What follows belongs to an exercise in optimizing a design on an open flow for small area, a short achievable clock period and few clock cycles per item; a production flow would make more cautious choices.
Function was checked by simulation only, so behaviour that the tests miss may differ from the original.

==> inputs of try-sierra <==
// comp_core
module comp_core (
    input  wire        clk,
    input  wire        rst,           
    input  wire        smp_valid,
    input  wire [9:0]  smp_code,
    input  wire        preset,
    input  wire [23:0] preset_duty,
    input  wire        start,
    output wire        ready,
    output reg         done,
    output wire [23:0] duty,
    output wire [18:0] cmp,
    input  wire [1:0]  wavg,
    input  wire [19:0] b0,
    input  wire [19:0] b1,
    input  wire [19:0] b2,
    input  wire [19:0] c1,
    input  wire [19:0] c2,
    input  wire [3:0]  gshift,
    input  wire [15:0] dmax,
    input  wire [25:0] d_ff,
    input  wire [11:0] top,
    input  wire [8:0]  trim
);
Settings: LEC_CHECK=0, CAP_MARGIN=20, CORE_MARGIN=2, CORE_UTILIZATION=40, SLEW_MARGIN=20; clock period 19.0 ns.
standard.sh (not shown) runs the stock make flow with config.mk's settings and CLKGATE_MAP_FILE= SYNTH_SCRIPT=/design/flow/synth_recipe.tcl, a recipe that flattens the netlist after the stock synthesis.
==> flow/flow/run.sh <==
#!/bin/bash
# Standard synthesis, then the standard flow's own layout with a larger setup repair
# margin, so that timing repair works toward a shorter period than the clock.
set -euo pipefail
bash standard.sh synth > synth.log 2>&1
bash standard.sh SETUP_SLACK_MARGIN=14 TNS_END_PERCENT=0 finish > layout.log 2>&1
==> try-yarrow: changes against try-sierra <==
==> flow/flow/run.sh (replaced) <==
#!/bin/bash
# Standard synthesis, then the standard flow's own layout with a larger setup repair
# margin (aimed at the worst path only), so that timing repair works toward
# a shorter period than the clock, and the smallest buffer on the ports.
set -euo pipefail
bash standard.sh synth > synth.log 2>&1
bash standard.sh SETUP_SLACK_MARGIN=14 TNS_END_PERCENT=0 \
    'BUFFER_PORTS_ARGS=-buffer_cell sky130_fd_sc_hd__buf_1' finish > layout.log 2>&1
==> comparison table <==
quantity                                               try-sierra  try-yarrow
Routed Wire Length                                      186000 um   184000 um
Run status                       no timing/DRC/antenna violations  no timing/DRC/antenna violations
Max transition margin                                       0.144       0.121
Layout Cell Area excl Fill                              50100 um2   48200 um2
Worst reg2reg path depth                                       21          28
End-of-flow core utilization                                0.470       0.452
Met1 track utilization from global routing                  0.428       0.421
Peak Freq                                                 128 MHz     128 MHz
Total length of routed met3 wires                        21500 um    21600 um
Worst setup path endpoint                                 acc[41]       ms[7]
Total number of nets in the final design                     6057        6050
Clock buf/inv share                                        0.0365      0.0352
Non-clock buffer share                                     0.0873      0.0551
Via count of the first global-routing pass                  39700       39700
Share of cell area taken by multi-input logic gates         0.631       0.655
Arr. time, crit path                                      8450 ps     8340 ps
M1 WL                                                    73000 um    70800 um
Post-Route Hold Slack                                      462 ps      466 ps
Ratio of cells with drive above 1 in the final layout      0.0913      0.0879
Worst clock skew on the final layout                      68.8 ps     58.3 ps
Testbench counts of try-sierra, summed over its fixed seeds: cycles 22,651, items 3,200.
Testbench counts of try-yarrow, summed over its fixed seeds: cycles 22,651, items 3,200.


==> fjord <==
Another version of the RTL of comp_core (not shown whole).
Settings: LEC_CHECK=0, CAP_MARGIN=20, CORE_MARGIN=2, CORE_UTILIZATION=40, SLEW_MARGIN=20; clock period 19.0 ns.
==> flow/flow/run.sh <==
#!/bin/bash
# Standard synthesis, then the standard flow's own layout with a larger setup repair
# margin, so that timing repair works toward a shorter period than the clock.
set -euo pipefail
bash standard.sh synth > synth.log 2>&1
bash standard.sh SETUP_SLACK_MARGIN=13 finish > layout.log 2>&1
==> pepper (differences from fjord) <==
--- a/flow/flow/run.sh
+++ b/flow/flow/run.sh
@@ -4,3 +4,3 @@
 set -euo pipefail
 bash standard.sh synth > synth.log 2>&1
-bash standard.sh SETUP_SLACK_MARGIN=13 finish > layout.log 2>&1
+bash standard.sh SETUP_SLACK_MARGIN=13 TNS_END_PERCENT=0 finish > layout.log 2>&1
==> qor summary <==
quantity	pepper	fjord
Average detailed-routed wire length per instance	25.0 um	25.0 um
Worst setup slack for register-to-register paths	12.18 ns	12.62 ns
Arrival time of the worst setup path	3.31 ns	3.35 ns
Post-Place Worst Slack	11.09 ns	11.31 ns
Post-route met1 wirelength	60.6 mm	59.0 mm
GR Layer Usage met1	38.1%	36.6%
Total area of multi-input combinational cells	28,800 um2	29,800 um2
Final core utilization	46.0%	48.2%
Result of the run	no timing/DRC/antenna violations	no timing/DRC/antenna violations
Source of the critical timing path	top5_r[12]	acc[23]
Clock period minus worst slack	7.11 ns	7.15 ns
Multi-input gate share of total cell area	63.6%	62.8%
Depth of the worst register-to-register path	19	28
Gp weighted congestion	0.958	0.924
Number of gates resized after CTS	104	298
Number of global-route vias before repair	35,900	36,800
Hold Path Origin	hist[7][9]	e1[9]
Met3 track utilization from global routing	8.08%	7.32%
Testbench counts of fjord, summed over its fixed seeds: cycles 32,093, items 3,200.
Testbench counts of pepper, summed over its fixed seeds: cycles 32,093, items 3,200.


==> exp/umber <==
comp_core, a different RTL version from the one above (not shown whole).
==> flow/config.mk <==
export PLATFORM = sky130hd
export DESIGN_NAME = comp_core
export DESIGN_NICKNAME = comp_core
export VERILOG_FILES = /design/flow/design.v
export SDC_FILE = /design/flow/constraint.sdc
export NUM_CORES = 4
export LEC_CHECK = 0
export CAP_MARGIN = 20
export CORE_MARGIN = 2
export CORE_UTILIZATION = 40
export SLEW_MARGIN = 20
==> flow/constraint.sdc <==
create_clock -name core_clock -period 19.0 [get_ports {clk}]
set_input_delay 3.8000 -clock core_clock [delete_from_list [all_inputs] [get_ports {clk}]]
set_output_delay 3.8000 -clock core_clock [all_outputs]
set_load 0.01 [all_outputs]
==> flow/flow/run.sh <==
#!/bin/bash
# Standard synthesis, then the standard flow's own layout with a larger setup repair
# margin (aimed at the worst path only), so that timing repair works toward
# a shorter period than the clock, and the smallest buffer on the ports.
set -euo pipefail
bash standard.sh synth > synth.log 2>&1
bash standard.sh SETUP_SLACK_MARGIN=14 TNS_END_PERCENT=0 \
    'BUFFER_PORTS_ARGS=-buffer_cell sky130_fd_sc_hd__buf_1' finish > layout.log 2>&1
==> inputs of exp/zinc, as changes to exp/umber <==
--- a/flow/design.v
+++ b/flow/design.v
@@ -20,36 +20,37 @@
     input  wire [15:0] dmax,
     input  wire [25:0] d_ff,
     input  wire [11:0] top,
     input  wire [8:0]  trim
 );
     localparam [3:0] S_IDLE = 4'd0, S_P1 = 4'd1, S_P2 = 4'd2, S_P3 = 4'd3,
                      S_PC1 = 4'd4, S_PC2 = 4'd5, S_PT = 4'd6,
-                     S_FU1 = 4'd7, S_FU2 = 4'd8, S_FV1 = 4'd9, S_FV2 = 4'd10,
+                     S_FU1 = 4'd7, S_FU2 = 4'd8, S_FV1 = 4'd9, S_FUC = 4'd10,
                      S_CK = 4'd11;
     localparam signed [26:0] V_MAX = 27'sh3FFFFFF;
     localparam signed [26:0] V_MIN = -27'sh4000000;
     reg [3:0] state;
     reg       byp;          
     reg       corr_r;       
-    reg       d0_r;         
+    reg       clo_r;        
     reg [9:0] hist [0:7];
     reg [9:0] smp_p;
     reg       smp_pv;
     reg [1:0] wavg_r;
     reg signed [29:0] u;
     reg signed [26:0] v1, v2;
     reg signed [9:0]  e1, e2;
     reg signed [27:0] opa;
     reg        [9:0]  bn_r, bo_r, bt_r;    
     reg        [47:0] acc;
     reg        [3:0]  gsh_r;
     reg        [15:0] dmax_r;
     reg signed [25:0] dff_r;
     reg        [11:0] te_r;               
+    reg        [14:0] top5_r;             
     reg signed [8:0]  trim_r;
     assign ready = (state == S_IDLE);
     assign duty  = opa[23:0];
     wire [9:0] hg1 = (wavg_r != 2'd0) ? hist[1] : 10'd0;
     wire [9:0] hg2 = wavg_r[1] ? hist[2] : 10'd0;
     wire [9:0] hg3 = wavg_r[1] ? hist[3] : 10'd0;
     wire [9:0] hg4 = (wavg_r == 2'd3) ? hist[4] : 10'd0;
@@ -1262,55 +1263,42 @@
     wire fs347 = fc252 ^ fs299 ^ fc298;
     wire fc347 = (fc252 & fs299) | (fc252 & fc298) | (fs299 & fc298);
     wire fs348 = 1'b1 ^ fs300 ^ fc299;
     wire fc348 = (1'b1 & fs300) | (1'b1 & fc299) | (fs300 & fc299);
     wire [47:0] mac_ra = {fs348, fs347, fs346, fs345, fs344, fs343, fs342, fs341, fs340, fs339, fs338, fs337, fs336, fs335, fs334, fs333, fs332, fs331, fs330, fs329, fs328, fs327, fs326, fs325, fs324, fs323, fs322, fs321, fs320, fs319, fs318, fs317, fs316, fs315, fs314, fs313, fs312, fs311, fs310, fs309, fs308, fs307, fs306, fs305, fs304, fs303, fs302, fs253};
     wire [47:0] mac_rb = {fc347, fc346, fc345, fc344, fc343, fc342, fc341, fc340, fc339, fc338, fc337, fc336, fc335, fc334, fc333, fc332, fc331, fc330, fc329, fc328, fc327, fc326, fc325, fc324, fc323, fc322, fc321, fc320, fc319, fc318, fc317, fc316, fc315, fc314, fc313, fc312, fc311, fc310, fc309, fc308, fc307, fc306, fc305, fc304, fc303, fc302, fc301, fs301};
     wire [47:0] mac_sum = mac_ra + mac_rb;
-    wire st_pc1 = (state == S_PC1), st_pc2 = (state == S_PC2), st_pt = (state == S_PT);
-    wire st_fu1 = (state == S_FU1), st_fu2 = (state == S_FU2), st_fv1 = (state == S_FV1);
+    reg  [6:0] pu;
+    wire pu_pc1 = pu[6], pu_pc2 = pu[5], pu_pt = pu[4], pu_fu1 = pu[3],
+         pu_fu2 = pu[2], pu_fv1 = pu[1], pu_fuc = pu[0];
     wire        [23:0] lim = {dmax_r, 8'd0};
     wire signed [29:0] v1x = v1;
     wire signed [29:0] v2x = v2;
-    reg  [29:0] ax, ay;
-    reg         ac;
-    always @(*) begin
-        ax = s;
-        ay = v1x;
-        ac = 1'b0;
-        if (st_pc2) begin
-            ay = v2x;
-        end else if (st_pt) begin
-            ay = ~{{4{dff_r[25]}}, dff_r};
-            ac = 1'b1;
-        end else if (st_fu1) begin
-            ax = u;
-            ay = {30{corr_r}};
-        end else if (st_fu2) begin
-            ax = u;
-            ay = ~v1x;
-            ac = 1'b1;
-        end else if (st_fv1) begin
-            ax = v1x;
-            ay = ~v2x;
-            ac = 1'b1;
-        end
-    end
+    wire [29:0] ax = pu_fu1 | pu_fu2 ? u :
+                     pu_fv1          ? v1x :
+                     pu_fuc          ? (clo_r ? 30'd0 : {6'd0, lim}) : s;
+    wire [29:0] ay = pu_pc1          ? v1x :
+                     pu_pc2          ? v2x :
+                     pu_pt           ? ~{{4{dff_r[25]}}, dff_r} :
+                     pu_fu1          ? {30{corr_r}} :
+                     pu_fv1          ? ~v2x : ~v1x;
+    wire        ac = pu_pt | pu_fu2 | pu_fuc | pu_fv1;
     wire signed [29:0] asum = ax + ay + {29'd0, ac};
     wire a_ovf = (asum[29:26] != 4'b0000) & (asum[29:26] != 4'b1111);
     wire [26:0] a_sat = a_ovf ? (asum[29] ? V_MIN : V_MAX) : asum[26:0];
-    wire signed [29:0] ca = st_pt ? s : asum;
+    wire signed [29:0] ca = pu_pt ? s : asum;
     wire c_hi  = ca > $signed({6'd0, lim});
     wire c_le  = asum <= u;
     wire u_tie = (acc[17:0] == 18'd0);
-    wire bad1 = byp & ((u_tie & c_le) | asum[29] | c_hi);
+    wire corr = u_tie & c_le;
+    wire bad1 = byp & (corr | asum[29] | c_hi);
     wire bad2 = byp & a_ovf;
     wire bad3 = byp & (a_ovf | c_hi);
     wire signed [20:0] t    = acc[40:20];
-    wire        [18:0] tcap = {top5, 4'd0};
+    wire        [18:0] tcap = {top5_r, 4'd0};
     wire        d_zero = (a_mac[23:0] == 24'd0);
     wire        d_mid  = ((a_mac[23:11] != 13'd0) & (a_mac[23:20] != 4'hF)) | d_zero;
     wire        cz_ck = (t == $signed({{12{trim_r[8]}}, trim_r}));
     wire        th_ck = t > $signed({2'd0, tcap});
     reg         cz_r, thi_r;
     assign cmp = (cz_r | t[20]) ? 19'd0 : thi_r ? tcap : t[18:0];
     wire [11:0] top_eff = (top < 12'd100) ? 12'd100 :
@@ -1320,94 +1308,97 @@
     always @(*) begin
         nstate = state;
         case (state)
             S_IDLE:  if (start) nstate = S_P1;
             S_P1:    nstate = S_P2;
             S_P2:    nstate = S_P3;
             S_P3:    nstate = S_PC1;
-            S_PC1:   nstate = bad1 ? S_FU1 : S_PC2;
+            S_PC1:   nstate = !bad1 ? S_PC2 : corr ? S_FU1 : S_FUC;
             S_FU1:   nstate = S_FU2;
             S_FU2:   nstate = S_PC1;
+            S_FUC:   nstate = S_PC1;
             S_PC2:   nstate = bad2 ? S_FV1 : S_PT;
             S_FV1:   nstate = S_PC2;
-            S_PT:    nstate = bad3 ? S_FV2 : d_mid ? S_IDLE : S_CK;
+            S_PT:    nstate = bad3 ? S_PT : d_mid ? S_IDLE : S_CK;
             S_CK:    nstate = S_IDLE;
-            S_FV2:   nstate = S_PT;
             default: nstate = S_IDLE;
         endcase
         if (rst)
             nstate = S_IDLE;
     end
-    wire byp_next = ((nstate == S_PC1) | (nstate == S_PC2) | (nstate == S_PT)) &
-                    ~(st_fu2 | st_fv1 | (state == S_FV2));
+    wire byp_next = (state == S_P3) | (state == S_PC1) | (state == S_PC2);
     wire [8:0] ms_next = {
-        (nstate == S_P2) | (nstate == S_P3),     
-        nstate == S_P1,                          
-        nstate == S_PC1,                         
-        nstate == S_PC2,                         
-        (nstate == S_PT) | (nstate == S_CK),     
-        nstate == S_P1,                          
-        nstate == S_PC1,                         
-        nstate == S_PC2,                         
-        nstate == S_PT};                         
+        (state == S_P1) | (state == S_P2),                        
+        state == S_IDLE,                                          
+        (state == S_P3) | (state == S_FU2) | (state == S_FUC),    
+        (state == S_PC1) | (state == S_FV1),                      
+        (state == S_PC2) | (state == S_PT),                       
+        state == S_IDLE,                                          
+        (state == S_P3) | (state == S_FU2) | (state == S_FUC),    
+        (state == S_PC1) | (state == S_FV1),                      
+        state == S_PC2};                                          
+    wire [6:0] pu_next = {
+        nstate == S_PC1, nstate == S_PC2, nstate == S_PT, nstate == S_FU1,
+        nstate == S_FU2, nstate == S_FV1, nstate == S_FUC};
     wire        sh_acc = (state == S_IDLE);
     wire [9:0]  sh_e   = sh_acc ? e2 : e1;
     wire [3:0]  sh_g   = sh_acc ? gshift : gsh_r;
     reg  [27:0] a_next;
     always @(*) begin
         case (state)
             S_IDLE, S_P1, S_P2, S_P3: a_next = eshift(sh_e, sh_g);
-            S_PT:    a_next = byp ? (s[27:0] & {28{~s[29]}}) : opa;
+            S_PT:    a_next = !byp ? opa :
+                              !bad3 ? (s[27:0] & {28{~s[29]}}) :
+                              (a_ovf & asum[29]) ? 28'd0 : {4'd0, lim};
             S_CK:    a_next = opa;
-            S_FV2:   a_next = d0_r ? 28'd0 : {4'd0, lim};
             default: a_next = asum[27:0];
         endcase
     end
     reg [19:0] b_next;
     always @(*) begin
         case (state)
             S_IDLE:  b_next = b2;
             S_P1:    b_next = b1;
             S_P2:    b_next = b0;
-            S_P3, S_FU1, S_FU2: b_next = c1;
-            S_PC1:   b_next = bad1 ? c1 : c2;
-            S_FV1:   b_next = c2;
-            S_PC2:   b_next = bad2 ? c2 : {5'd0, top5};
-            default: b_next = {5'd0, top5};
+            S_P3, S_FU1, S_FU2, S_FUC: b_next = c1;
+            S_PC1, S_FV1: b_next = c2;
+            default: b_next = {5'd0, top5_r};
         endcase
     end
     wire b_neg = (state == S_IDLE) | (state == S_P1) | (state == S_P2);
     integer i;
     always @(posedge clk) begin
         gsh_r  <= gshift;
         dmax_r <= dmax;
         dff_r  <= d_ff;
         te_r   <= top_eff;
+        top5_r <= top5;
         trim_r <= trim;
         wavg_r <= wavg;
         acc    <= mac_sum;
         {bn_r, bo_r, bt_r} <= benc(b_next, b_neg);
         opa    <= a_next;
         cz_r   <= (state == S_CK) ? cz_ck : d_zero;
         thi_r  <= (state == S_CK) & th_ck;
         state  <= nstate;
         ms     <= ms_next;
+        pu     <= pu_next;
         byp    <= byp_next;
         if (rst) begin
             done  <= 1'b0;
             u     <= 30'sd0;
             v1    <= 27'sd0;
             v2    <= 27'sd0;
             e1    <= 10'sd0;
             e2    <= 10'sd0;
             for (i = 0; i < 8; i = i + 1)
                 hist[i] <= 10'd512;
             smp_pv <= 1'b0;
         end else begin
-            done   <= (st_pt & ~bad3 & d_mid) | (state == S_CK);
+            done   <= ((state == S_PT) & ~bad3 & d_mid) | (state == S_CK);
             smp_p  <= smp_code;
             smp_pv <= smp_valid;
             if (smp_pv) begin
                 hist[0] <= smp_p;
                 for (i = 1; i < 8; i = i + 1)
                     hist[i] <= hist[i-1];
             end
@@ -1425,28 +1416,30 @@
                 end
                 S_P1: begin
                     e1 <= nerr_now;
                 end
                 S_PC1: begin
                     if (byp) begin
                         u      <= asum;
-                        corr_r <= u_tie & c_le;
+                        corr_r <= corr;
+                        clo_r  <= asum[29];
                     end
                 end
+                S_FUC: begin
+                    u <= ax;
+                end
                 S_FU1: begin
                     u <= asum[29] ? 30'sd0 : c_hi ? $signed({6'd0, lim}) : asum;
                 end
                 S_PC2: begin
                     if (byp)
                         v1 <= a_sat;
                 end
                 S_PT: begin
-                    if (byp) begin
-                        v2   <= a_sat;
-                        d0_r <= a_ovf & asum[29];
-                    end
+                    if (byp)
+                        v2 <= a_sat;
                 end
                 default: ;
             endcase
         end
     end
 endmodule
==> notes <==
In exp/umber the area after synthesis is smaller than in exp/zinc, by about 2%.
Between exp/zinc and exp/umber, the lower register-to-register slack is in exp/umber (gap 0.32 ns).
Against exp/umber, the die area of exp/zinc is larger by about 2%.
In exp/zinc the non-clock buffer count is higher than in exp/umber, by 44.
Design area: exp/umber is smaller than exp/zinc (2.0%).
In exp/zinc the hold slack is lower than in exp/umber, by 0.088 ns.
Setup slack: exp/umber is worse than exp/zinc (0.32 ns).
Flip-flop and latch count: exp/zinc is higher than exp/umber (22).
==> figures <==
| item | exp/umber | exp/zinc |
|---|---|---|
| Status | no timing/DRC/antenna violations | no timing/DRC/antenna violations |
| Fraction of the mapped netlist area in compound gates | 23.2% | 22.6% |
| Non-filler instance count after layout | 6,469 | 6,524 |
| Area of the mapped netlist | 41,000 um2 | 41,800 um2 |
| Synthesized netlist cell count | 4,922 | 4,930 |
| Final HPWL DP | 122,000 um | 122,000 um |
| Placer's final routability congestion estimate | 1.04 | 1.06 |
| Routed wire length on met2 | 74,500 um | 72,900 um |
| Dpl cells | 6,251 | 6,277 |
| Iteration-0 DRC count of the detailed router | 5,622 | 5,652 |
| Tmin final | 7.39 ns | 7.07 ns |
| Share of the synthesized area in the top cell type | 17.3% | 17.6% |
| Synthesized netlist net count | 5,706 | 5,713 |
| Placed instance area | 43,100 um2 | 44,000 um2 |
| Sequential fraction of the synthesis area | 19.8% | 20.5% |
| Vias in the first global route | 38,300 | 39,400 |
| Fill count | 10,000 | 10,000 |
| Post-CTS setup buffers | 73 | 109 |
Testbench counts of exp/umber, summed over its fixed seeds: cycles 22,651, items 3,200.
Testbench counts of exp/zinc, summed over its fixed seeds: cycles 22,640, items 3,200.

[re-timing with driven ports]
Ports are ideal in the flow. The routed layouts listed here were re-timed in OpenROAD. Step 1 sets driving cells, clkbuf_16 on the clock port and buf_2 on the other inputs (assumed; they add their load-dependent delay and slew). Step 2 adds t to the input delays and takes it off the output delays; t is the mean of the earliest and latest rising clock arrival at the registers after step 1. Input paths then give back, and output paths get back, about the clock's delay inside the block. a / b / c = ideal / step 1 / step 2; a / b = the first two.
run	t, ns	slack for setup (ns)	hold WS [ns]	worst setup path after step 2	worst slew at a driven data input, ns
try-sierra	0.748	11.168 / 11.168 / 11.168	0.462 / 0.462 / 0.462	register to register	0.08
try-yarrow	0.762	11.158 / 11.158 / 11.158	0.466 / 0.466 / 0.466	register to register	0.10
fjord	0.707	11.850 / 11.777 / 12.484	0.475 / 0.475 / 0.475	register to output	0.11
pepper	0.694	11.890 / 11.823 / 12.094	0.481 / 0.481 / 0.481	input to register	0.13
exp/umber	0.738	11.609 / 11.576 / 11.609	0.465 / 0.465 / 0.465	register to register	0.16
exp/zinc	0.725	11.929 / 11.929 / 11.929	0.377 / 0.377 / 0.377	register to register	0.09
After both steps every run listed still meets setup and hold.
